What follows belongs to an exercise in optimizing a design on an open flow for small area, a short achievable clock period and few clock cycles per item; a production flow would make more cautious choices.
Function was checked by simulation only, so behaviour that the tests miss may differ from the original.
Power figures rest on the tool's default switching activity, not on a simulated workload.

==> flow/design.v, too long to show whole: its modules and the start of the top module <==
// module vint_mul: 821 lines
// module vint_unit: 205 lines
// module vint_alu: 214 lines
module vint_unit (
    input  wire        clk,
    input  wire        rst,
    input  wire        in_valid,
    output wire        in_ready,
    input  wire [5:0]  in_func,
    input  wire        in_type,
    input  wire        in_zero,
    input  wire [3:0]  in_pred,
    input  wire [63:0] in_a,
    input  wire [63:0] in_b,
    input  wire [63:0] in_d,
    output reg         out_valid,
    output reg  [63:0] out_d,
    output reg  [3:0]  out_p,
    output reg         out_sat
);
  // ...
==> flow/flow/run.sh <==
#!/bin/bash
# The standard layout, with timing repair aimed well below the (loose) clock
# period so that the achieved period is short.
set -euo pipefail
cd "$(dirname "$0")/.."
bash standard.sh SETUP_SLACK_MARGIN=${MARGIN:-11.7} "BUFFER_PORTS_ARGS=-buffer_cell sky130_fd_sc_hd__buf_1" finish > standard.log 2>&1
==> flow/standard.sh <==
#!/bin/bash
# synth_recipe.tcl (not shown) runs the flow's synth.tcl, then flattens the netlist and writes it again
# the make line also repeats each setting of config.mk as NAME=value (left out here)
make -C /OpenROAD-flow-scripts/flow DESIGN_CONFIG=/design/flow/config.mk WORK_HOME=/design/flow/orfs CLKGATE_MAP_FILE= SYNTH_SCRIPT=/design/flow/synth_recipe.tcl "${@:-finish}"
==> flow/config.mk <==
export PLATFORM = sky130hd
export DESIGN_NAME = vint_unit
export DESIGN_NICKNAME = vint_unit
export VERILOG_FILES = /design/flow/design.v
export SDC_FILE = /design/flow/constraint.sdc
export NUM_CORES = 4
export LEC_CHECK = 0
export ABC_AREA = 1
export CAP_MARGIN = 20
export CORE_MARGIN = 2
export CORE_UTILIZATION = 45
export SLEW_MARGIN = 20
==> flow/constraint.sdc <==
create_clock -name core_clock -period 16.0 [get_ports {clk}]
set_input_delay 3.2000 -clock core_clock [delete_from_list [all_inputs] [get_ports {clk}]]
set_output_delay 3.2000 -clock core_clock [all_outputs]
set_load 0.01 [all_outputs]
==> flow_summary.yaml, run 1 <==
floorplan:
  core-area_um2: 90300
routing:
  vias: 44500
  post_drt_wl_per_cell_um: 26.1
  initialDrtViolationCount: 6051
  met1_length_um: 76000
  via_per_inst: 5.98
logic_synthesis:
  synth_compound_gate_area_share: 0.135
  synthMuxAreaShare: 0.000243
  ys_seq_elements: 491
  netlist_area_um2: 41100
  yosysMostFrequentCell: "nand2_1"
  synth_area_leaders: "dfxtp_1, nand2_1, edfxtp_1, nand3_1, fa_1"
sta:
  skew_ns: 0.0245
  max_freq_mhz: 231
  worst_slack_ns: 11.66
power_and_ir_drop:
  clock_power_mw: 1.37
  p_sw_mw: 2.33
  leakagePower_nw: 22.5
place:
  dp_hpwl_um: 151000
  io_buffers: 277
global_routing:
  grt.busiest_layer: "met2"
  overflow: 0
  grt_pass1_vias: 40800
  grt_use_met3: 0.0861
  antenna_found_initial: 13
setup_path:
  endpoint_kind: "output pin"
  r2r_cells: 12
  worstPathMaxFanout: 1
  path_delay_family: "flip-flops"
  path_buf_inv: 1
  crit_path_start_kind: "flip-flop"
final_layout:
  multi_input_area_um2: 27500
  buffers: 495
  nonClkBufAreaFrac: 0.0688
  clock_buffers: 68
  final_cell_mix: "nand2_1, nand3_1, inv_1"
  sh_seq_area: 0.235
  clkCellAreaFrac: 0.0407
  n_all_inverters: 613
clock_network:
  cts_setup_buffers: 77
  cts_tree: "built"
  cts.sinks: 491
  cts_buffer_depth: 3
status:
  status: "no timing/DRC/antenna violations"
hold_path:
  holdCritPathClass: "flip-flop to flip-flop"
Testbench counts, summed over its fixed seeds: cycles 20,548, items 16,000.
==> module vint_unit, before the edit <==
module vint_unit (
    input  wire        clk,
    input  wire        rst,
    input  wire        in_valid,
    output wire        in_ready,
    input  wire [5:0]  in_func,
    input  wire        in_type,
    input  wire        in_zero,
    input  wire [3:0]  in_pred,
    input  wire [63:0] in_a,
    input  wire [63:0] in_b,
    input  wire [63:0] in_d,
    output reg         out_valid,
    output reg  [63:0] out_d,
    output reg  [3:0]  out_p,
    output reg         out_sat
);
    genvar i;
    function [7:0] pass_mask(input [5:0] f, input t, input [3:0] p);
        reg mul, hi;
        begin
            mul = (f == 6'h06) | (f == 6'h07) | (f == 6'h08);
            hi  = (f == 6'h07) | (f == 6'h08);
            if (!mul)
                pass_mask = 8'h00;
            else if (!t)
                pass_mask = {4'h0, p};
            else
                pass_mask = {p[1] & hi, {3{p[1]}}, p[0] & hi, {3{p[0]}}};
        end
    endfunction
    function [7:0] lowbit(input [7:0] m);
        lowbit = m & (~m + 8'd1);
    endfunction
    function [9:0] pass_ctl(input [7:0] c, input t, input sg);
        begin
            if (t)
                pass_ctl = {sg & (c[1] | c[3] | c[5] | c[7]),
                            sg & (c[2] | c[3] | c[6] | c[7]),
                            c[5] | c[7], c[4] | c[6], c[1] | c[3], c[0] | c[2],
                            c[6] | c[7], c[4] | c[5], c[2] | c[3], c[0] | c[1]};
            else
                pass_ctl = {sg, sg, c[3:0], c[3:0]};
        end
    endfunction
    reg        rdy;           
    reg  [7:0] cur;           
    reg  [7:0] rem;           
    reg  [9:0] mctl;          
    assign in_ready = rdy;
    wire en   = (rem == 8'h00);    
    wire take = in_valid & en;
    wire       in_mul   = (in_func == 6'h06) | (in_func == 6'h07) | (in_func == 6'h08);
    wire       in_two   = (in_pred[0] & in_pred[1]) | (in_pred[2] & in_pred[3]) |
                          ((in_pred[0] | in_pred[1]) & (in_pred[2] | in_pred[3]));
    wire       in_multi = in_mul & (in_type ? (in_pred[0] | in_pred[1]) : in_two);
    wire [7:0] in_mask  = pass_mask(in_func, in_type, in_pred);
    wire [7:0] in_low   = lowbit(in_mask);
    wire [7:0] in_rest  = in_mask & ~in_low;
    wire [7:0] rem_low  = lowbit(rem);
    wire [7:0] rem_rest = rem & ~rem_low;
    reg        s1_v;
    reg [5:0]  s1_f;
    reg        s1_t;
    reg        s1_z;
    reg [3:0]  s1_p;
    reg [63:0] s1_x, s1_y, s1_d;
    reg [3:0]  s1_sub, s1_neg, s1_cin;
    wire i_sub = (in_func == 6'h01) | (in_func == 6'h04) | (in_func == 6'h05) |
                 (in_func == 6'h09) | (in_func == 6'h0A) | (in_func == 6'h0B) |
                 (in_func == 6'h0C) | (in_func == 6'h10) | (in_func[5:3] == 3'b100);
    wire i_neg = (in_func == 6'h14) | (in_func == 6'h15);
    wire i_cin = i_sub | i_neg | (in_func == 6'h16);
    wire [3:0]  in_act = in_type ? {in_pred[1], in_pred[1], in_pred[0], in_pred[0]} : in_pred;
    wire [3:0]  i_negl = {4{i_neg}} & in_act;
    wire [3:0]  i_subl = {4{i_sub}} & in_act;
    wire [63:0] i_negm = {{16{i_negl[3]}}, {16{i_negl[2]}}, {16{i_negl[1]}}, {16{i_negl[0]}}};
    wire [63:0] i_subm = {{16{i_subl[3]}}, {16{i_subl[2]}}, {16{i_subl[1]}}, {16{i_subl[0]}}};
    reg        s1_first;      
    reg [3:0]  s1_tl;         
    always @(posedge clk) begin
        if (en) begin
            s1_f   <= in_func;
            s1_t   <= in_type;
            s1_x   <= in_a ^ i_negm;
            s1_y   <= (in_b & ~i_negm) ^ i_subm;
        end
        s1_z     <= in_zero;
        s1_p     <= in_pred;
        s1_d     <= in_d;
        s1_sub   <= i_subl;
        s1_neg   <= i_negl;
        s1_cin   <= {4{i_cin}} & in_act;
        s1_first <= en;
        s1_tl    <= {4{in_type}} & in_act;
    end
    always @(posedge clk) begin
        if (rst) begin
            s1_v <= 1'b0;
            rdy  <= 1'b1;
            cur  <= 8'h00;
            rem  <= 8'h00;
            mctl <= 10'd0;
        end else if (en) begin
            s1_v <= in_valid;
            cur  <= take ? in_low : 8'h00;
            rem  <= take ? in_rest : 8'h00;
            rdy  <= !(take & in_multi);
            mctl <= pass_ctl(take ? in_low : 8'h00, in_type, in_func == 6'h07);
        end else begin
            cur  <= rem_low;
            rem  <= rem_rest;
            rdy  <= (rem_rest == 8'h00);
            mctl <= pass_ctl(rem_low, s1_t, s1_f == 6'h07);
        end
    end
    wire [63:0] merged;
    wire [3:0]  pres;
    wire        sat_any;
    vint_alu u_alu (
        .f(s1_f), .t(s1_t), .tl(s1_tl), .z(s1_z), .p(s1_p), .x(s1_x), .y(s1_y), .d(s1_d),
        .op_sub(s1_sub), .op_neg(s1_neg), .cin(s1_cin),
        .merged(merged), .pres(pres), .sat_any(sat_any)
    );
    wire        t    = s1_t;
    wire        m_hi = (s1_f == 6'h07) | (s1_f == 6'h08);    
    wire [3:0]  ca   = mctl[3:0];
    wire [3:0]  cb   = mctl[7:4];
    wire [15:0] ma16 = ({16{ca[0]}} & s1_x[15:0])  | ({16{ca[1]}} & s1_x[31:16]) |
                       ({16{ca[2]}} & s1_x[47:32]) | ({16{ca[3]}} & s1_x[63:48]);
    wire [15:0] mb16 = ({16{cb[0]}} & s1_y[15:0])  | ({16{cb[1]}} & s1_y[31:16]) |
                       ({16{cb[2]}} & s1_y[47:32]) | ({16{cb[3]}} & s1_y[63:48]);
    wire [16:0] ma = {mctl[8] & ma16[15], ma16};
    wire [16:0] mb = {mctl[9] & mb16[15], mb16};
    wire [35:0] mr0, mr1;
    vint_mul u_mul (.a(ma), .b(mb), .r0(mr0), .r1(mr1));
    wire [3:0] act  = t ? {s1_p[1], s1_p[1], s1_p[0], s1_p[0]} : s1_p;
    wire [3:0] wr_f = t ? {cur[6] | cur[7], cur[4] | cur[7], cur[2] | cur[3], cur[0] | cur[3]}
                        : cur[3:0];                        
    wire [3:0] hsel = t ? {cur[7], 1'b0, cur[3], 1'b0} : {4{m_hi}};   
    wire       acc_sh   = t & (cur[1] | cur[3] | cur[5] | cur[7]);   
    wire       acc_full = t & (cur[2] | cur[6]);                     
    reg        s2_v;
    reg [63:0] s2_merged;
    reg [3:0]  s2_p;
    reg        s2_sat;
    reg [35:0] s2_r0, s2_r1;
    reg [3:0]  s2_wr, s2_hsel;
    always @(posedge clk) begin
        if (rst) s2_v <= 1'b0;
        else     s2_v <= s1_v & en;
        s2_p        <= pres;
        s2_sat      <= sat_any;
        s2_r0       <= mr0;
        s2_r1       <= mr1;
        s2_wr       <= wr_f;
        s2_hsel     <= hsel;
    end
    reg  [35:0] acc;
    wire [35:0] acc_in = acc;
    wire [35:0] cs_s = s2_r0 ^ s2_r1 ^ acc_in;
    wire [35:0] cs_c = {(s2_r0[34:0] & s2_r1[34:0]) | (s2_r0[34:0] & acc_in[34:0]) |
                        (s2_r1[34:0] & acc_in[34:0]), 1'b0};
    wire [35:0] mp = cs_s ^ cs_c;
    wire [35:0] mg = cs_s & cs_c;
    wire [35:0] MG [0:6];
    wire [35:0] MP [0:6];
    assign MG[0] = mg;
    assign MP[0] = mp;
    genvar lv, j;
    generate
        for (lv = 0; lv < 6; lv = lv + 1) begin : g_mlv
            for (j = 0; j < 36; j = j + 1) begin : g_mb
                if (((j >> lv) % 2 == 1) && (((j >> (lv+1)) << (lv+1)) + (1 << lv) - 1 < 36)) begin : g_op
                    assign MG[lv+1][j] = MG[lv][j] | (MP[lv][j] & MG[lv][((j >> (lv+1)) << (lv+1)) + (1 << lv) - 1]);
                    assign MP[lv+1][j] = MP[lv][j] & MP[lv][((j >> (lv+1)) << (lv+1)) + (1 << lv) - 1];
                end else begin : g_pass
                    assign MG[lv+1][j] = MG[lv][j];
                    assign MP[lv+1][j] = MP[lv][j];
                end
            end
        end
    endgenerate
    wire [35:0] msum = mp ^ {MG[6][34:0], 1'b0};
    always @(posedge clk) begin
        acc <= ({36{acc_sh}} & {{16{msum[35]}}, msum[35:16]}) |
               ({36{acc_full}} & msum);
        if (rst) out_valid <= 1'b0;
        else     out_valid <= s2_v;
        out_p   <= s2_p;
        out_sat <= s2_sat;
    end
    generate
        for (i = 0; i < 4; i = i + 1) begin : g_out
            wire [15:0] mres = s2_hsel[i] ? msum[31:16] : msum[15:0];
            always @(posedge clk) begin
                if (s1_first)
                    s2_merged[16*i +: 16] <= merged[16*i +: 16];
                else if (s2_wr[i])
                    s2_merged[16*i +: 16] <= mres;
                out_d[16*i +: 16] <= s2_wr[i] ? mres : s2_merged[16*i +: 16];
            end
        end
    endgenerate
endmodule
==> module vint_alu, before the edit <==
module vint_alu (
    input  wire [5:0]  f,
    input  wire        t,
    input  wire [3:0]  tl,        
    input  wire        z,
    input  wire [3:0]  p,
    input  wire [63:0] x,
    input  wire [63:0] y,
    input  wire [63:0] d,
    input  wire [3:0]  op_sub,    
    input  wire [3:0]  op_neg,    
    input  wire [3:0]  cin,       
    output wire [63:0] merged,
    output wire [3:0]  pres,
    output wire        sat_any
);
    genvar i, L, j, h, lv;
    wire f_add   = (f == 6'h00);
    wire f_sub   = (f == 6'h01);
    wire f_adds  = (f == 6'h02);
    wire f_addus = (f == 6'h03);
    wire f_subs  = (f == 6'h04);
    wire f_subus = (f == 6'h05);
    wire f_min   = (f == 6'h09);
    wire f_max   = (f == 6'h0A);
    wire f_minu  = (f == 6'h0B);
    wire f_maxu  = (f == 6'h0C);
    wire f_and   = (f == 6'h0D);
    wire f_or    = (f == 6'h0E);
    wire f_xor   = (f == 6'h0F);
    wire f_andn  = (f == 6'h10);
    wire f_shl   = (f == 6'h11);
    wire f_shr   = (f == 6'h12);
    wire f_sar   = (f == 6'h13);
    wire f_abs   = (f == 6'h14);
    wire f_neg   = (f == 6'h15);
    wire f_avgu  = (f == 6'h16);
    wire f_cmp   = (f[5:3] == 3'b100);
    wire f_eq    = (f == 6'h20);
    wire f_ne    = (f == 6'h21);
    wire f_lt    = (f == 6'h22);
    wire f_le    = (f == 6'h23);
    wire f_ltu   = (f == 6'h24);
    wire f_leu   = (f == 6'h25);
    wire [63:0] negm = {{16{op_neg[3]}}, {16{op_neg[2]}}, {16{op_neg[1]}}, {16{op_neg[0]}}};
    wire [63:0] a  = x ^ negm;
    wire [63:0] bn = ~y;
    wire [63:0] pb = x ^ y;
    wire [63:0] gb = x & y;
    wire [63:0] s;
    wire [3:0]  cm;      
    wire [3:0]  co;      
    generate
        for (h = 0; h < 2; h = h + 1) begin : g_add
            wire        ci = cin[2*h];
            wire        gs = ~tl[2*h+1] & cin[2*h+1];    
            wire        ps = tl[2*h+1];                  
            wire [32:0] pp = {pb[32*h+16 +: 16], ps, pb[32*h +: 16]};
            wire [32:0] gg = {gb[32*h+16 +: 16], gs, gb[32*h +: 16]};
            wire [32:0] G [0:6];
            wire [32:0] P [0:6];
            assign G[0] = gg | {32'd0, pp[0] & ci};
            assign P[0] = pp;
            for (lv = 0; lv < 6; lv = lv + 1) begin : g_lv
                for (j = 0; j < 33; j = j + 1) begin : g_b
                    if ((j >> lv) % 2 == 1) begin : g_op
                        assign G[lv+1][j] = G[lv][j] | (P[lv][j] & G[lv][((j >> (lv+1)) << (lv+1)) + (1 << lv) - 1]);
                        assign P[lv+1][j] = P[lv][j] & P[lv][((j >> (lv+1)) << (lv+1)) + (1 << lv) - 1];
                    end else begin : g_pass
                        assign G[lv+1][j] = G[lv][j];
                        assign P[lv+1][j] = P[lv][j];
                    end
                end
            end
            wire [32:0] c = {G[6][31:0], ci};
            wire [32:0] sum = pp ^ c;
            assign s[32*h +: 16]      = sum[15:0];
            assign s[32*h+16 +: 16]   = sum[32:17];
            assign cm[2*h]   = c[15];
            assign cm[2*h+1] = c[32];
            assign co[2*h]   = G[6][15];
            assign co[2*h+1] = G[6][32];
        end
    endgenerate
    wire [3:0] sa, sx, sy, eq16;
    generate
        for (i = 0; i < 4; i = i + 1) begin : g_lane
            assign sa[i]   = a[16*i+15];
            assign sx[i]   = x[16*i+15];
            assign sy[i]   = y[16*i+15];
            assign eq16[i] = &pb[16*i +: 16];    
        end
    endgenerate
    wire [3:0] e_sa = {sa[3], tl[2] ? sa[3] : sa[2], sa[1], tl[0] ? sa[1] : sa[0]};
    wire [3:0] e_sx = {sx[3], tl[2] ? sx[3] : sx[2], sx[1], tl[0] ? sx[1] : sx[0]};
    wire [3:0] e_sy = {sy[3], tl[2] ? sy[3] : sy[2], sy[1], tl[0] ? sy[1] : sy[0]};
    wire [3:0] e_cm = {cm[3], tl[2] ? cm[3] : cm[2], cm[1], tl[0] ? cm[1] : cm[0]};
    wire [3:0] e_eq  = {tl[3] ? eq16[3] & eq16[2] : eq16[3], tl[2] ? eq16[3] & eq16[2] : eq16[2],
                        tl[1] ? eq16[1] & eq16[0] : eq16[1], tl[0] ? eq16[1] & eq16[0] : eq16[0]};
    wire [3:0] eqs   = ~(e_sx ^ e_sy);
    wire [3:0] top   = {1'b1, ~tl[2], 1'b1, ~tl[0]};    
    wire [3:0] co0  = eqs & e_sx;
    wire [3:0] co1  = ~eqs | e_sx;
    wire [3:0] ovf0 = eqs & e_sx;
    wire [3:0] ovf1 = eqs & ~e_sx;
    wire [3:0] lts0 = ~eqs | e_sx;
    wire [3:0] lts1 = eqs & e_sx;
    wire [3:0] ltu0 = ~co0;
    wire [3:0] ltu1 = ~co1;
    wire [3:0]  fill = {4{f_sar}} & e_sa;
    wire [63:0] shres;
    wire [63:0] rotv;
    generate
        for (L = 0; L < 4; L = L + 1) begin : g_sh
            wire [4:0]  n   = tl[L] ? {y[32*(L/2) + 4], y[32*(L/2) +: 4]} : {1'b0, y[16*L +: 4]};
            wire [3:0]  rl  = f_shl ? n[3:0] : (4'd0 - n[3:0]);
            wire [15:0] x0  = x[16*L +: 16];
            wire [15:0] x1  = rl[0] ? {x0[14:0], x0[15]}    : x0;
            wire [15:0] x2  = rl[1] ? {x1[13:0], x1[15:14]} : x1;
            wire [15:0] x3  = rl[2] ? {x2[11:0], x2[15:12]} : x2;
            wire [15:0] x4  = rl[3] ? {x3[7:0],  x3[15:8]}  : x3;
            assign rotv[16*L +: 16] = x4;
        end
        for (L = 0; L < 4; L = L + 1) begin : g_shsel
            wire [4:0]  n   = tl[L] ? {y[32*(L/2) + 4], y[32*(L/2) +: 4]} : {1'b0, y[16*L +: 4]};
            wire        hi  = (L % 2 == 1);
            wire        big = tl[L] & n[4];
            wire [15:0] th, thr;
            for (j = 0; j < 16; j = j + 1) begin : g_th
                assign th[j]      = (n[3:0] <= j);
                assign thr[15-j]  = (n[3:0] <= j);
            end
            wire [15:0] k = f_shl ? th : thr;
            wire xo = !big;
            wire xp = big & (f_shl ? hi : !hi);
            wire xz = big & (f_shl ? !hi : hi);
            wire yp = tl[L] & !big & (f_shl ? hi : !hi);
            wire yf = !(tl[L] & f_shl & !hi) & !yp;
            wire [15:0] ro = rotv[16*L +: 16];
            wire [15:0] rp = rotv[16*(L^1) +: 16];
            wire [15:0] sel_o = k & {16{xo}};
            wire [15:0] sel_p = (k & {16{xp}}) | (~k & {16{yp}});
            wire [15:0] sel_f = ((k & {16{xz}}) | (~k & {16{yf}})) & {16{fill[L]}};
            assign shres[16*L +: 16] = (sel_o & ro) | (sel_p & rp) | sel_f;
        end
    endgenerate
    wire [3:0] act = t ? {p[1], p[1], p[0], p[0]} : p;
    wire [3:0] wr  = act & {4{~f_cmp}};           
    wire l_g = f_and | f_or | f_andn;
    wire l_p = f_or | f_xor;
    wire is_shift = f_shl | f_shr | f_sar;
    wire [63:0] early_res = ({64{l_g}} & gb) | ({64{l_p}} & pb) | ({64{is_shift}} & shres);
    wire [63:0] avg;
    assign avg[14:0]  = s[15:1];
    assign avg[15]    = tl[0] ? s[16] : co[0];
    assign avg[30:16] = s[31:17];
    assign avg[31]    = co[1];
    assign avg[46:32] = s[47:33];
    assign avg[47]    = tl[2] ? s[48] : co[2];
    assign avg[62:48] = s[63:49];
    assign avg[63]    = co[3];
    wire [3:0] ps_all = {4{f_add | f_sub | f_neg}} | ({4{f_abs}} & e_sa);
    wire [3:0] ps0 = wr & (ps_all | ({4{f_adds | f_subs}} & ~ovf0) |
                            ({4{f_addus}} & ~co0) | ({4{f_subus}} & co0));
    wire [3:0] ps1 = wr & (ps_all | ({4{f_adds | f_subs}} & ~ovf1) |
                            ({4{f_addus}} & ~co1) | ({4{f_subus}} & co1));
    wire [3:0] pa_abs = {4{f_abs}} & ~e_sa;
    wire [3:0] pa0 = wr & (pa_abs | ({4{f_min}} & lts0) | ({4{f_max}} & ~lts0) |
                                    ({4{f_minu}} & ltu0) | ({4{f_maxu}} & ~ltu0));
    wire [3:0] pa1 = wr & (pa_abs | ({4{f_min}} & lts1) | ({4{f_max}} & ~lts1) |
                                    ({4{f_minu}} & ltu1) | ({4{f_maxu}} & ~ltu1));
    wire [3:0] pb0 = wr & (({4{f_min}} & ~lts0) | ({4{f_max}} & lts0) |
                           ({4{f_minu}} & ~ltu0) | ({4{f_maxu}} & ltu0));
    wire [3:0] pb1 = wr & (({4{f_min}} & ~lts1) | ({4{f_max}} & lts1) |
                           ({4{f_minu}} & ~ltu1) | ({4{f_maxu}} & ltu1));
    wire [3:0] ss0 = wr & {4{f_adds | f_subs}} & ovf0;
    wire [3:0] ss1 = wr & {4{f_adds | f_subs}} & ovf1;
    wire [3:0] su0 = wr & {4{f_addus}} & co0;
    wire [3:0] su1 = wr & {4{f_addus}} & co1;
    wire [3:0] pv  = wr & {4{f_avgu}};
    wire [3:0] ps = (e_cm & ps1) | (~e_cm & ps0);
    wire [3:0] pa = (e_cm & pa1) | (~e_cm & pa0);
    wire [3:0] pbs = (e_cm & pb1) | (~e_cm & pb0);
    wire [3:0] ss = (e_cm & ss1) | (~e_cm & ss0);
    wire [3:0] su = (e_cm & su1) | (~e_cm & su0);
    reg [63:0] mg;
    assign merged = mg;
    integer ln;
    always @* begin
        for (ln = 0; ln < 4; ln = ln + 1) begin
            mg[16*ln +: 16] =
                  (f_cmp | ~act[ln] & ~z ? d[16*ln +: 16] : 16'h0000)
                | ({16{wr[ln]}} & early_res[16*ln +: 16])
                | ({16{ps[ln]}} & s[16*ln +: 16])
                | ({16{pv[ln]}} & avg[16*ln +: 16])
                | ({16{pa[ln]}} & a[16*ln +: 16])
                | ({16{pbs[ln]}} & bn[16*ln +: 16])
                | ({16{su[ln]}})
                | ({16{ss[ln]}} & {top[ln] ? e_sa[ln] : ~e_sa[ln], {15{~e_sa[ln]}}});
        end
    end
    wire [3:0] rel0 = ({4{f_eq}} & e_eq) | ({4{f_ne}} & ~e_eq) |
                      ({4{f_lt}} & lts0) | ({4{f_le}} & (lts0 | e_eq)) |
                      ({4{f_ltu}} & ltu0) | ({4{f_leu}} & (ltu0 | e_eq));
    wire [3:0] rel1 = ({4{f_eq}} & e_eq) | ({4{f_ne}} & ~e_eq) |
                      ({4{f_lt}} & lts1) | ({4{f_le}} & (lts1 | e_eq)) |
                      ({4{f_ltu}} & ltu1) | ({4{f_leu}} & (ltu1 | e_eq));
    wire [3:0] rel = (e_cm & rel1) | (~e_cm & rel0);
    assign pres = !f_cmp ? 4'b0000 :
                  t ? {2'b00, rel[3] & p[1], rel[1] & p[0]} : (rel & p);
    wire [3:0] sat0 = ({4{f_adds | f_subs}} & ovf0) | ({4{f_addus}} & co0) | ({4{f_subus}} & ~co0);
    wire [3:0] sat1 = ({4{f_adds | f_subs}} & ovf1) | ({4{f_addus}} & co1) | ({4{f_subus}} & ~co1);
    assign sat_any = |(act & ((e_cm & sat1) | (~e_cm & sat0)));
endmodule
==> inputs of run 2 (changes only) <==
--- a/flow/design.v
+++ b/flow/design.v
@@ -876,8 +876,14 @@
                           ((in_pred[0] | in_pred[1]) & (in_pred[2] | in_pred[3]));
     wire       in_multi = in_mul & (in_type ? (in_pred[0] | in_pred[1]) : in_two);
     wire [7:0] in_mask  = pass_mask(in_func, in_type, in_pred);
-    wire [7:0] in_low   = lowbit(in_mask);
+    wire [3:0] p_low16  = {in_pred[3] & ~in_pred[2] & ~in_pred[1] & ~in_pred[0],
+                           in_pred[2] & ~in_pred[1] & ~in_pred[0],
+                           in_pred[1] & ~in_pred[0], in_pred[0]};
+    wire [7:0] in_low   = {8{in_mul}} & (in_type ? {3'b000, ~in_pred[0] & in_pred[1], 3'b000, in_pred[0]}
+                                                 : {4'b0000, p_low16});
     wire [7:0] in_rest  = in_mask & ~in_low;
+    wire [3:0] in_ca    = in_type ? {1'b0, in_low[4], 1'b0, in_low[0]} : in_low[3:0];
+    wire [9:0] in_ctl   = {{2{~in_type & (in_func == 6'h07)}}, in_ca, in_ca};
     wire [7:0] rem_low  = lowbit(rem);
     wire [7:0] rem_rest = rem & ~rem_low;
     reg        s1_v;
@@ -886,16 +892,22 @@
     reg        s1_z;
     reg [3:0]  s1_p;
     reg [63:0] s1_x, s1_y, s1_d;
-    reg [3:0]  s1_sub, s1_neg, s1_cin;
+    reg [3:0]  s1_sub, s1_cin;
     wire i_sub = (in_func == 6'h01) | (in_func == 6'h04) | (in_func == 6'h05) |
                  (in_func == 6'h09) | (in_func == 6'h0A) | (in_func == 6'h0B) |
                  (in_func == 6'h0C) | (in_func == 6'h10) | (in_func[5:3] == 3'b100);
-    wire i_neg = (in_func == 6'h14) | (in_func == 6'h15);
-    wire i_cin = i_sub | i_neg | (in_func == 6'h16);
+    wire i_negf = (in_func == 6'h15);
+    wire i_absf = (in_func == 6'h14);
+    wire i_noy  = i_negf | i_absf;
+    wire i_cin0 = i_sub | (in_func == 6'h16);
     wire [3:0]  in_act = in_type ? {in_pred[1], in_pred[1], in_pred[0], in_pred[0]} : in_pred;
-    wire [3:0]  i_negl = {4{i_neg}} & in_act;
+    wire [3:0]  in_sa  = in_type ? {in_a[63], in_a[63], in_a[31], in_a[31]}
+                                 : {in_a[63], in_a[47], in_a[31], in_a[15]};
+    wire [3:0]  i_negl = ({4{i_negf}} | ({4{i_absf}} & in_sa)) & in_act;
+    wire [3:0]  i_noyl = {4{i_noy}} & in_act;
     wire [3:0]  i_subl = {4{i_sub}} & in_act;
     wire [63:0] i_negm = {{16{i_negl[3]}}, {16{i_negl[2]}}, {16{i_negl[1]}}, {16{i_negl[0]}}};
+    wire [63:0] i_noym = {{16{i_noyl[3]}}, {16{i_noyl[2]}}, {16{i_noyl[1]}}, {16{i_noyl[0]}}};
     wire [63:0] i_subm = {{16{i_subl[3]}}, {16{i_subl[2]}}, {16{i_subl[1]}}, {16{i_subl[0]}}};
     reg        s1_first;      
     reg [3:0]  s1_tl;         
@@ -904,14 +916,13 @@
             s1_f   <= in_func;
             s1_t   <= in_type;
             s1_x   <= in_a ^ i_negm;
-            s1_y   <= (in_b & ~i_negm) ^ i_subm;
+            s1_y   <= (in_b & ~i_noym) ^ i_subm;
         end
         s1_z     <= in_zero;
         s1_p     <= in_pred;
         s1_d     <= in_d;
         s1_sub   <= i_subl;
-        s1_neg   <= i_negl;
-        s1_cin   <= {4{i_cin}} & in_act;
+        s1_cin   <= ({4{i_cin0}} & in_act) | i_negl;
         s1_first <= en;
         s1_tl    <= {4{in_type}} & in_act;
     end
@@ -927,7 +938,7 @@
             cur  <= take ? in_low : 8'h00;
             rem  <= take ? in_rest : 8'h00;
             rdy  <= !(take & in_multi);
-            mctl <= pass_ctl(take ? in_low : 8'h00, in_type, in_func == 6'h07);
+            mctl <= take ? in_ctl : 10'd0;
         end else begin
             cur  <= rem_low;
             rem  <= rem_rest;
@@ -940,7 +951,7 @@
     wire        sat_any;
     vint_alu u_alu (
         .f(s1_f), .t(s1_t), .tl(s1_tl), .z(s1_z), .p(s1_p), .x(s1_x), .y(s1_y), .d(s1_d),
-        .op_sub(s1_sub), .op_neg(s1_neg), .cin(s1_cin),
+        .op_sub(s1_sub), .cin(s1_cin),
         .merged(merged), .pres(pres), .sat_any(sat_any)
     );
     wire        t    = s1_t;
@@ -1034,7 +1045,6 @@
     input  wire [63:0] y,
     input  wire [63:0] d,
     input  wire [3:0]  op_sub,    
-    input  wire [3:0]  op_neg,    
     input  wire [3:0]  cin,       
     output wire [63:0] merged,
     output wire [3:0]  pres,
@@ -1068,8 +1078,7 @@
     wire f_le    = (f == 6'h23);
     wire f_ltu   = (f == 6'h24);
     wire f_leu   = (f == 6'h25);
-    wire [63:0] negm = {{16{op_neg[3]}}, {16{op_neg[2]}}, {16{op_neg[1]}}, {16{op_neg[0]}}};
-    wire [63:0] a  = x ^ negm;
+    wire [63:0] a  = x;
     wire [63:0] bn = ~y;
     wire [63:0] pb = x ^ y;
     wire [63:0] gb = x & y;
@@ -1185,15 +1194,14 @@
     assign avg[47]    = tl[2] ? s[48] : co[2];
     assign avg[62:48] = s[63:49];
     assign avg[63]    = co[3];
-    wire [3:0] ps_all = {4{f_add | f_sub | f_neg}} | ({4{f_abs}} & e_sa);
+    wire [3:0] ps_all = {4{f_add | f_sub | f_neg | f_abs}};
     wire [3:0] ps0 = wr & (ps_all | ({4{f_adds | f_subs}} & ~ovf0) |
                             ({4{f_addus}} & ~co0) | ({4{f_subus}} & co0));
     wire [3:0] ps1 = wr & (ps_all | ({4{f_adds | f_subs}} & ~ovf1) |
                             ({4{f_addus}} & ~co1) | ({4{f_subus}} & co1));
-    wire [3:0] pa_abs = {4{f_abs}} & ~e_sa;
-    wire [3:0] pa0 = wr & (pa_abs | ({4{f_min}} & lts0) | ({4{f_max}} & ~lts0) |
+    wire [3:0] pa0 = wr & (({4{f_min}} & lts0) | ({4{f_max}} & ~lts0) |
                                     ({4{f_minu}} & ltu0) | ({4{f_maxu}} & ~ltu0));
-    wire [3:0] pa1 = wr & (pa_abs | ({4{f_min}} & lts1) | ({4{f_max}} & ~lts1) |
+    wire [3:0] pa1 = wr & (({4{f_min}} & lts1) | ({4{f_max}} & ~lts1) |
                                     ({4{f_minu}} & ltu1) | ({4{f_maxu}} & ~ltu1));
     wire [3:0] pb0 = wr & (({4{f_min}} & ~lts0) | ({4{f_max}} & lts0) |
                            ({4{f_minu}} & ~ltu0) | ({4{f_maxu}} & ltu0));
--- a/flow/config.mk
+++ b/flow/config.mk
@@ -8,5 +8,5 @@
 export ABC_AREA = 1
 export CAP_MARGIN = 20
 export CORE_MARGIN = 2
-export CORE_UTILIZATION = 45
+export CORE_UTILIZATION = 50
 export SLEW_MARGIN = 20
==> flow_summary.yaml, run 2 <==
status:
  status: "no timing/DRC/antenna violations"
global_routing:
  grt_pass1_vias: 41000
  grt_max_degree: 72
  antenna_found_initial: 12
  grt_pass1_wl_um: 276000
  overflow: 0
  grt.total_usage: 0.454
final_layout:
  layoutNonFillerInstCount: 7268
  layout_commonest_cell: "nand2_1"
  layout-drive-gt1-share: 0.113
  fill_cells: 7704
  syn_to_final_growth_pct: 15.4
  final_nets: 6663
  final_cell_area_um2: 47000
  final_cell_mix: "nand2_1, nand3_1, inv_1"
logic_synthesis:
  ys_types: 65
  synth_nets: 6382
  synth_top_area_share: 0.173
  synth_edf_count: 135
  synth.avg_cell_area_um2: 6.93
  synth_top_area_cell: "dfxtp_1"
  synth_async_sr_flop_share: 0
  ys_seq_area_frac: 0.273
  yosys_warnings: 2
  synth_area_leaders: "dfxtp_1, nand2_1, edfxtp_1, nand3_1, fa_1"
  netlist_area_um2: 40800
  syn_inst: 5879
  ys_seq_elements: 488
  yosysMostFrequentCell: "nand2_1"
  ys.flop_type: "dfxtp_1"
  yosys-top-cells-count: "nand2_1, nand3_1, inv_1"
routing:
  drc_errors: 0
  vias: 45300
  antenna_left: 0
  post_drt_wl_per_cell_um: 27.3
  initialDrtViolationCount: 6311
  via_per_inst: 6.24
  first_pass_iters: 8
  wl_um: 198000
sta:
  timing.final.crit_period_ns: 4.32
  finalSetupViolCount: 0
  drv_slew: 0
  worst_slack_ns: 11.68
  tightest_slew_ns: 1.21
  skew_ns: 0.0298
  max_freq_mhz: 232
  finalSetupTns_ns: 0
  relSlewSlack: 0.187
  fin_crit_sh: 0.270
  rsz0062_at_grt: "true"
  hold_viol: 0
power_and_ir_drop:
  swShare: 0.426
  power_frac_clock: 0.282
  p_sw_mw: 2.11
  pwr-share-seq: 0.318
  max-vdd-ir-drop_mv: 0.0954
  power.total_mw: 4.96
  internal-power_mw: 2.84
  power.density_nw_per_um2: 105
  combPwrFrac: 0.400
  leakagePower_nw: 22.0
place:
  io_buffers: 277
  dp_hpwl_um: 153000
  gp_congestion: 1.07
  dp_cells: 7017
  dp_slack_ns: 10.27
  place_area_um2: 42600
hold_path:
  holdCritPathClass: "flip-flop to flip-flop"
floorplan:
  io_pins: 278
  initial_core_util: 0.505
  die_w_um: 290
  core-area_um2: 80700
  die_height_um: 290
  core.rowCount: 104
  dieArea_um2: 83800
clock_network:
  cts.sinks: 488
  cts_tree: "built"
  cts_made_buffers: 55
  ctsHoldBuffers: 0
  cts_htree_levels: 2
  clk_latency_ns: 0.67
  cts-root-buf: "clkbuf_16"
  clk_pin_slew_ns: 0.06
  cts_buffer_depth: 3
setup_path:
  worstPathRequired_ns: 12.80
  worstPathMaxFanout: 1
  endpoint_kind: "output pin"
  cp.arrival_ns: 1.12
  criticalPathCategory: "flip-flop to output pin"
  crit_path_start_kind: "flip-flop"
  path_cells: "buf_2"
  cp_slowest_cell: "dfxtp_1"
  cp_slowest_stage_delay_ns: 0.32
  path_buf_inv: 1
  path_delay_family: "flip-flops"
run:
  maxCapViolCount: 0
-- run 2: logic make-up (layout without fill, tap and decap cells) --
group | after synthesis | in the layout | share of synthesized area
AO/OA/AOI/OAI | 995 | 999 | 0.144
AND/OR/NAND/NOR | 2901 | 2904 | 0.307
XOR/XNOR | 303 | 303 | 0.0660
multiplexers | 2 | 2 | 0.000491
buffers and inverters | 894 | 1215 | 0.0889
other | 0 | 1 | 0
adder cells (fa/ha/maj) | 296 | 296 | 0.120
flip-flops | 488 | 488 | 0.273
-- run 2: power by group through the flow --
stage / registers, mW / logic, mW / clock network (mW)
detailed placement: 1.58 / 1.77 / 0
finish: 1.58 / 1.98 / 1.40
floorplan: 1.55 / 1.13 / 0
global route: 1.58 / 2.11 / 1.44
CTS: 1.56 / 1.83 / 1.40
global placement: 1.58 / 1.77 / 0
-- run 2: cell type report --
type                       count  area [um^2]  share of cell area
multi-input combinational   4504        26900               0.572
sequential                   488        11200               0.238
timing repair buffer         472         3110              0.0660
inverter                     635         2490              0.0530
clock buffer                  76         1570              0.0334
tap                         1060         1330              0.0282
clock inverter                28          407             0.00865
timing repair inverter         4         25.0            0.000532
antenna                        1         2.50           0.0000532
-- run 2: repair_timing --
item	CTS	global route
cloned	6	8
resized for setup	220	175
setup endpoints to repair	316	284
buffers inserted	50	82
pin swaps	15	42
-- run 2: path summary, 6_finish.rpt --
check                  endpoint  cells after the start  slack [ns]      start
hold reg to reg         out_sat                      0        0.33     s2_sat
setup reg to reg  s2_merged[26]                     16       11.74    s1_f[2]
hold / removal          out_sat                      0        0.33     s2_sat
setup / recovery      out_d[51]                      1       11.68  out_d[51]
-- run 2: layer usage --
metal,part of all wire,vias up,track usage
met4,0.079,14,0.286
met1,0.37,21200,0.587
met5,0.00056,-,0
met3,0.14,676,0.126
li1,-,20200,-
met2,0.41,3243,0.669
-- run 2: worst register-to-register path, stage by stage, from the launching register on --
cell	delay, ns
edfxtp_1	0.45
inv_1	0.13
nand2_1	0.21
nor2_4	0.49
nand3_1	0.53
nand2_2	0.45
nand2_1	0.13
nand3_1	0.15
nand3_1	0.18
nand3_1	0.13
nand3_1	0.20
nand2_1	0.28
nand2_1	0.10
nand2_1	0.07
nand4_1	0.16
nand2_1	0.40
nand2_1	0.10
-- run 2: per-stage QoR --
step	utilization	hold WS (ns)
floorplan	-	0.310
global placement	0.528	0.310
detailed placement	0.528	0.314
CTS	0.566	0.329
global route	0.583	0.333
finish	0.583	0.327
Testbench counts of run 2, summed over its fixed seeds: cycles 20,548, items 16,000.
==> inputs of run 3 (changes only) <==
--- a/flow/design.v
+++ b/flow/design.v
@@ -1143,6 +1143,8 @@
     wire [3:0] ltu0 = ~co0;
     wire [3:0] ltu1 = ~co1;
     wire [3:0]  fill = {4{f_sar}} & e_sa;
+    wire [3:0]  act_e = t ? {p[1], p[1], p[0], p[0]} : p;
+    wire [3:0]  sh_wr = act_e & {4{f_shl | f_shr | f_sar}};    
     wire [63:0] shres;
     wire [63:0] rotv;
     generate
@@ -1166,11 +1168,12 @@
                 assign thr[15-j]  = (n[3:0] <= j);
             end
             wire [15:0] k = f_shl ? th : thr;
-            wire xo = !big;
-            wire xp = big & (f_shl ? hi : !hi);
-            wire xz = big & (f_shl ? !hi : hi);
-            wire yp = tl[L] & !big & (f_shl ? hi : !hi);
-            wire yf = !(tl[L] & f_shl & !hi) & !yp;
+            wire en_l = sh_wr[L];
+            wire xo = en_l & !big;
+            wire xp = en_l & big & (f_shl ? hi : !hi);
+            wire xz = en_l & big & (f_shl ? !hi : hi);
+            wire yp = en_l & tl[L] & !big & (f_shl ? hi : !hi);
+            wire yf = en_l & !(tl[L] & f_shl & !hi) & !(tl[L] & !big & (f_shl ? hi : !hi));
             wire [15:0] ro = rotv[16*L +: 16];
             wire [15:0] rp = rotv[16*(L^1) +: 16];
             wire [15:0] sel_o = k & {16{xo}};
@@ -1184,7 +1187,7 @@
     wire l_g = f_and | f_or | f_andn;
     wire l_p = f_or | f_xor;
     wire is_shift = f_shl | f_shr | f_sar;
-    wire [63:0] early_res = ({64{l_g}} & gb) | ({64{l_p}} & pb) | ({64{is_shift}} & shres);
+    wire [63:0] early_res = ({64{l_g}} & gb) | ({64{l_p}} & pb);
     wire [63:0] avg;
     assign avg[14:0]  = s[15:1];
     assign avg[15]    = tl[0] ? s[16] : co[0];
@@ -1225,6 +1228,7 @@
             mg[16*ln +: 16] =
                   (f_cmp | ~act[ln] & ~z ? d[16*ln +: 16] : 16'h0000)
                 | ({16{wr[ln]}} & early_res[16*ln +: 16])
+                | shres[16*ln +: 16]
                 | ({16{ps[ln]}} & s[16*ln +: 16])
                 | ({16{pv[ln]}} & avg[16*ln +: 16])
                 | ({16{pa[ln]}} & a[16*ln +: 16])
==> flow_summary.yaml, run 3 <==
status:
  status: "no timing/DRC/antenna violations"
logic_synthesis:
  yosys_warnings: 2
  ys.flop_type: "dfxtp_1"
  netlist_area_um2: 40600
  yosysMostFrequentCell: "nand2_1"
  synth.avg_cell_area_um2: 6.85
  yosys-top-cells-count: "nand2_1, nand3_1, inv_1"
  synth_top_area_cell: "dfxtp_1"
  ys_seq_area_frac: 0.274
  ys_types: 62
  synth_edf_count: 135
  synth_nets: 6434
  synth_area_leaders: "dfxtp_1, nand2_1, edfxtp_1, nand3_1, fa_1"
  synth_async_sr_flop_share: 0
  syn_inst: 5931
  ys_seq_elements: 488
  synth_top_area_share: 0.174
place:
  gp_congestion: 1.10
  dp_hpwl_um: 152000
  io_buffers: 277
routing:
  top_layer: "met5"
  antenna_left: 0
  post_drt_wl_per_cell_um: 26.7
  initialDrtViolationCount: 6749
  via_per_inst: 6.24
  wl_um: 196000
  vias: 45700
  dr_wl_met3_um: 26000
  drc_errors: 0
  wl_met2_um: 80000
  met1_length_um: 75700
  first_pass_iters: 7
floorplan:
  die_height_um: 289
  core-area_um2: 80400
  die_w_um: 289
  initial_core_util: 0.505
  io_pins: 278
  dieArea_um2: 83500
  core.rowCount: 104
global_routing:
  antenna_found_initial: 10
  grt_max_degree: 72
  grt.total_usage: 0.450
  grt_pass1_vias: 40600
  overflow: 0
  grt_pass1_wl_um: 274000
setup_path:
  cp_slowest_stage_delay_ns: 0.50
  worstPathMaxFanout: 5
  crit_top_cell: "inv_1"
  cp.arrival_ns: 4.89
  crit_path_start_kind: "input pin"
  path_delay_family: "simple AND/OR/NAND/NOR gates"
  worstPathRequired_ns: 16.49
  endpoint_kind: "flip-flop"
  path_cells: "buf_1 > nand3_1 > o21ai_1 > inv_1 > nor4_1 > inv_1 > o21ai_2"
  path_buf_inv: 3
  criticalPathCategory: "input pin to flip-flop"
  cp_slowest_cell: "nor4_1"
clock_network:
  clk_latency_ns: 0.67
  cts_buffer_depth: 3
  cts.sinks: 488
  ctsHoldBuffers: 0
  clk_pin_slew_ns: 0.07
  cts_tree: "built"
  cts_htree_levels: 2
  cts-root-buf: "clkbuf_16"
  cts_made_buffers: 55
power_and_ir_drop:
  power.density_nw_per_um2: 105
  leakagePower_nw: 21.7
  max-vdd-ir-drop_mv: 0.0916
final_layout:
  final_cell_mix: "nand2_1, nand3_1, inv_1"
  layout_commonest_cell: "nand2_1"
  layout-drive-gt1-share: 0.108
  syn_to_final_growth_pct: 14.9
  final_nets: 6717
sta:
  timing.final.crit_period_ns: 4.40
  drv_slew: 0
  skew_ns: 0.0360
  hold_slack_ns: 0.326
  fin_crit_sh: 0.275
  max_freq_mhz: 227
  tightest_slew_ns: 1.10
  rsz0062_at_grt: "true"
  finalSetupTns_ns: 0
  hold_viol: 0
  relSlewSlack: 0.266
  finalSetupViolCount: 0
run:
  maxCapViolCount: 0
hold_path:
  holdCritPathClass: "flip-flop to flip-flop"
==> run 3: cell families (layout without fill, tap and decap cells) <==
logic type | Yosys count | in the layout | synth area share
simple gates | 2899 | 2901 | 0.305
buf+inv | 910 | 1236 | 0.0890
xor+xnor | 292 | 292 | 0.0633
compound gates | 1046 | 1046 | 0.148
flops | 488 | 488 | 0.274
other cells | 0 | 7 | 0
fa+ha+maj | 296 | 296 | 0.121
==> run 3: final cells by class <==
type | instances | area, um^2
Fill cell | 7748 | 33700
Sequential cell | 488 | 11200
Inverter | 660 | 2620
Antenna cell | 7 | 17.5
Timing Repair inverter | 5 | 31.3
Timing Repair Buffer | 469 | 2880
Clock inverter | 34 | 432
Multi-Input combinational cell | 4535 | 26700
Clock buffer | 68 | 1510
Tap cell | 1060 | 1330
==> run 3: final timing paths <==
check | from | to | slack [ns] | cells after the start
max | in_func[2] | mctl[4] | 11.60 | 7
max reg2reg | s1_f[2] | s2_merged[29] | 11.72 | 15
min reg2reg | s2_p[0] | out_p[0] | 0.33 | 0
min | s2_p[0] | out_p[0] | 0.33 | 0
==> run 3: power breakdown <==
group          switching (mW)  total, mW  internal [mW]
clock network           0.590       1.38          0.791
logic                    1.37       1.92          0.547
registers               0.129       1.59           1.46
==> run 3: timing repair <==
action                                  CTS  global route
gates cloned                              2             5
setup buffers                            58            77
endpoints found under the setup margin  279           169
pin swaps                                15            18
resized for setup                       217           142
==> run 3: layer usage <==
layer	global-route usage	vias up
li1	-	20300
met1	0.599	21400
met2	0.653	3285
met3	0.126	699
met4	0.255	6
met5	0	-
==> run 3: stage by stage <==
step	power (mW)	area [um^2]	util	instances	setup slack (ns)
after CTS	4.75	45600	0.567	7237	11.68
after floorplan	2.66	41000	-	5931	11.46
after global placement	3.32	42600	0.530	7075	10.16
after global routing	5.07	46700	0.580	7320	11.61
final	4.88	46700	0.580	7326	11.60
after detailed placement	3.32	42600	0.530	7075	9.99
Testbench counts of run 3, summed over its fixed seeds: cycles 20,548, items 16,000.

-- port drivers added, routing unchanged --
The flow's constraints put no driver on any port. The routed layouts listed below were extracted and timed again, unchanged, in two steps. Step 1: set_driving_cell puts a clkbuf_16 on clk and a buf_2 on each other input, an assumption about the parent block. Step 2 adds t to the input delays and takes it off the output delays; t is the mean of the earliest and latest rising clock arrival at the registers after step 1. Input paths then give back, and output paths get back, about the clock's delay inside the block. a / b / c = ideal / step 1 / step 2; a / b = the first two.
run	shift t [ns]	setup WS [ns]	clock arrival spread, ns
run 1	0.738	11.662 / 11.588 / 11.026	0.025 / 0.025
run 2	0.734	11.681 / 11.601 / 11.001	0.037 / 0.036
run 3	0.719	11.603 / 11.625 / 10.930	0.036 / 0.036
After both steps setup and hold are still met in every run listed. The setup slack of run 2, which loses most, moves by -0.080 ns with the drivers and by -0.680 ns with both steps.
